This is an optimization exercise on Yosys and OpenROAD, whose aim is small area, a short achievable clock period and few clock cycles, not a production implementation.
Where RTL was checked, it was by simulation tests only, not by an equivalence proof against the original.
Power and IR drop assume default switching activity.

==> module merge_buf, before the edit <==
module merge_buf (
    input  wire        clk,
    input  wire        rst,           
    input  wire        req_valid,
    output reg         req_ready,
    input  wire [1:0]  req_op,        
    input  wire [15:0] req_addr,      
    input  wire [63:0] req_wdata,
    input  wire [7:0]  req_wmask,     
    input  wire [7:0]  req_wpar,      
    output reg         rsp_valid,
    output reg  [63:0] rsp_data,
    output reg         rsp_poison,
    output reg         rsp_sbe,
    output reg         mem_en,
    output reg         mem_we,
    output reg  [15:0] mem_addr,
    output wire [71:0] mem_wdata,
    input  wire        mem_gnt,       
    input  wire [71:0] mem_rdata
);
    localparam [1:0] OP_WRITE   = 2'd0;
    localparam [1:0] OP_READ    = 2'd1;
    localparam [1:0] OP_BARRIER = 2'd2;
    localparam [511:0] HCOL = 512'hf8c73e3d3b372f1fe0d0c8c4c2c1b0a8a4a2a1989492918c8a898685837068646261585452514c4a49464543383432312c2a292625231c1a191615130e0d0b07;
    localparam [7:0] POISON_MASK = 8'h03;
    function [7:0] check_bits(input [63:0] d);
        integer i;
        begin
            check_bits = 8'h00;
            for (i = 0; i < 64; i = i + 1)
                if (d[i])
                    check_bits = check_bits ^ HCOL[8*i +: 8];
        end
    endfunction
    function [65:0] correct(input [63:0] cw, input [7:0] syn);
        reg [63:0] d;
        reg        sbe;
        integer i;
        begin
            d   = cw;
            sbe = 1'b0;
            for (i = 0; i < 64; i = i + 1)
                if (syn == HCOL[8*i +: 8]) begin
                    d[i] = ~d[i];
                    sbe  = 1'b1;
                end
            for (i = 0; i < 8; i = i + 1)
                if (syn == (8'h01 << i))
                    sbe = 1'b1;
            correct = {(syn != 8'h00) && !sbe, sbe, d};
        end
    endfunction
    function par_err(input [63:0] d, input [7:0] m, input [7:0] p);
        integer b;
        begin
            par_err = 1'b0;
            for (b = 0; b < 8; b = b + 1)
                if (m[b] && ((^d[8*b +: 8]) == p[b]))
                    par_err = 1'b1;
        end
    endfunction
    reg [15:0] e_addr;
    reg [63:0] e_data;
    reg [7:0]  e_mask;      
    reg        e_dirty;     
    reg        e_pois;      
    reg        ld_ent;      
    reg        ld_rsp;      
    reg        rd_wait;     
    wire e_full = &e_mask;
    wire hit    = (e_addr == req_addr);    
    wire        ld_any  = ld_ent || ld_rsp;
    wire [7:0]  chk     = check_bits(ld_any ? mem_rdata[63:0] : e_data);
    assign mem_wdata = {chk ^ (e_pois ? POISON_MASK : 8'h00), e_data};
    wire [65:0] rd_dec  = correct(mem_rdata[63:0], chk ^ mem_rdata[71:64]);
    wire [63:0] rd_corr = rd_dec[63:0];
    wire        rd_sbe  = rd_dec[64];
    wire        rd_ded  = rd_dec[65];
    wire is_rd  = req_valid && (req_op == OP_READ);
    wire wperr  = par_err(req_wdata, req_wmask, req_wpar);
    wire busy   = e_dirty && !ld_ent && !(e_full && ld_rsp);    
    wire rd_sel = req_op[0] && !rd_wait;
    always @(*) begin
        mem_en   = rd_sel ? req_valid : busy;
        mem_we   = !rd_sel && e_full;
        mem_addr = rd_sel ? req_addr : e_addr;
    end
    wire wb_gnt   = busy && e_full && mem_gnt;
    wire wb_now   = !rd_sel && wb_gnt;                       
    wire fill_now = !rd_sel && busy && !e_full && mem_gnt;   
    wire clean = !e_dirty || wb_gnt;
    always @(*) begin
        if (req_op[0])
            req_ready = mem_gnt && !rd_wait && !(hit && e_dirty);
        else
            req_ready = clean || (hit && !req_op[1]);
    end
    wire is_wr      = req_valid && (req_op == OP_WRITE);
    wire acc_wr_hit = is_wr && hit;
    wire acc_wr_new = is_wr && !hit && clean;
    wire acc_rd     = is_rd && req_ready;
    integer b;
    always @(posedge clk) begin
        rsp_data   <= rd_corr;
        rsp_poison <= rd_ded;
        rsp_sbe    <= rd_sbe;
    end
    always @(posedge clk) begin
        if (rst) begin
            e_mask    <= 8'h00;
            e_pois    <= 1'b0;
            e_dirty   <= 1'b0;
            ld_ent    <= 1'b0;
            ld_rsp    <= 1'b0;
            rd_wait   <= 1'b0;
            rsp_valid <= 1'b0;
        end else begin
            ld_ent    <= fill_now;
            ld_rsp    <= acc_rd;
            rsp_valid <= ld_rsp;
            rd_wait   <= is_rd && hit && e_dirty && !wb_now;
            if (wb_now)
                e_dirty <= 1'b0;
            if (ld_ent) begin
                for (b = 0; b < 8; b = b + 1)
                    if (!e_mask[b])
                        e_data[8*b +: 8] <= rd_corr[8*b +: 8];
                e_mask <= 8'hff;
                if (rd_ded)
                    e_pois <= 1'b1;
            end
            if (acc_wr_hit) begin
                for (b = 0; b < 8; b = b + 1)
                    if (req_wmask[b])
                        e_data[8*b +: 8] <= req_wdata[8*b +: 8];
                if (!ld_ent)
                    e_mask <= e_mask | req_wmask;
                e_dirty <= 1'b1;
                if (&req_wmask)
                    e_pois <= wperr;
                else if (wperr)
                    e_pois <= 1'b1;
            end
            if (acc_wr_new) begin
                e_addr  <= req_addr;
                e_data  <= req_wdata;
                e_mask  <= req_wmask;
                e_dirty <= 1'b1;
                e_pois  <= wperr;
            end
        end
    end
endmodule
Settings: LEC_CHECK=0, CAP_MARGIN=20, CORE_MARGIN=2, CORE_UTILIZATION=25, SLEW_MARGIN=20; clock period 13.0 ns.
standard.sh (not shown) runs the stock make flow with config.mk's settings and CLKGATE_MAP_FILE= SYNTH_SCRIPT=/design/flow/synth_recipe.tcl, a recipe that flattens the netlist after the stock synthesis.
==> flow/flow/run.sh <==
#!/bin/bash
# Standard layout, with plain buf_1 cells as the port buffers and timing repair aimed
# 7.0 ns below the clock period. make's full output goes to flow_make.log; ORFS's
# per-step logs stay under orfs/logs/.
set -euo pipefail
bash standard.sh "BUFFER_PORTS_ARGS=-buffer_cell sky130_fd_sc_hd__buf_1" "SETUP_SLACK_MARGIN=7.0" finish > flow_make.log 2>&1
The starting point went through all stages and came out clean.
Next try:
--- a/flow/design.v
+++ b/flow/design.v
@@ -70,16 +70,14 @@
     reg        rd_wait;     
     wire e_full = &e_mask;
     wire hit    = (e_addr == req_addr);    
-    wire        ld_any  = ld_ent || ld_rsp;
-    wire [7:0]  chk     = check_bits(ld_any ? mem_rdata[63:0] : e_data);
-    assign mem_wdata = {chk ^ (e_pois ? POISON_MASK : 8'h00), e_data};
-    wire [65:0] rd_dec  = correct(mem_rdata[63:0], chk ^ mem_rdata[71:64]);
+    assign mem_wdata = {check_bits(e_data) ^ (e_pois ? POISON_MASK : 8'h00), e_data};
+    wire [65:0] rd_dec  = correct(mem_rdata[63:0], check_bits(mem_rdata[63:0]) ^ mem_rdata[71:64]);
     wire [63:0] rd_corr = rd_dec[63:0];
     wire        rd_sbe  = rd_dec[64];
     wire        rd_ded  = rd_dec[65];
     wire is_rd  = req_valid && (req_op == OP_READ);
     wire wperr  = par_err(req_wdata, req_wmask, req_wpar);
-    wire busy   = e_dirty && !ld_ent && !(e_full && ld_rsp);    
+    wire busy   = e_dirty && !ld_ent;             
     wire rd_sel = req_op[0] && !rd_wait;
     always @(*) begin
         mem_en   = rd_sel ? req_valid : busy;
What happened:
- The new run passed the timing, design-rule and antenna checks
- sequential power drops by 3.8%
- die area drops by 1.8%
- via count drops by 3.3%
- final area drops by 11%
- worst setup slack is better by 0.72 ns
- synthesized area drops by 1.8%
- global-route usage drops by 2.0 points
Testbench counts after the change, summed over its fixed seeds: cycles 133,595.
No functional check of the RTL was part of the first run of this note.

-- what the ideal ports hide --
No port has a modelled driver above. Below, the same layouts with a new extraction and two added sets of constraints.
Step 1 (the two cells are an assumption about what drives the block):
set clk [get_ports {clk}]
set_driving_cell -lib_cell sky130_fd_sc_hd__clkbuf_16 $clk
set_driving_cell -lib_cell sky130_fd_sc_hd__buf_2 [delete_from_list [all_inputs] $clk]
Step 2 adds t to the input delays and takes it off the output delays; t is the mean of the earliest and latest rising clock arrival at the registers after step 1. Input paths then give back, and output paths get back, about the clock's delay inside the block.
Slacks: ideal / step 1 / step 2; pairs: ideal / step 1.
run	shift t [ns]	slack for setup (ns)	hold slack, ns	worst setup path at the end	clock arrival spread, ns
the first run	0.558	5.787 / 5.727 / 5.727	0.541 / 0.541 / 0.541	input to output	0.023 / 0.023
the second run	0.510	6.505 / 6.467 / 6.467	0.443 / 0.443 / 0.443	input to output	0.017 / 0.018
After both steps every run listed still meets setup and hold. For the first run, which loses most, drivers alone change the setup slack by -0.060 ns; drivers and shift together by -0.060 ns.
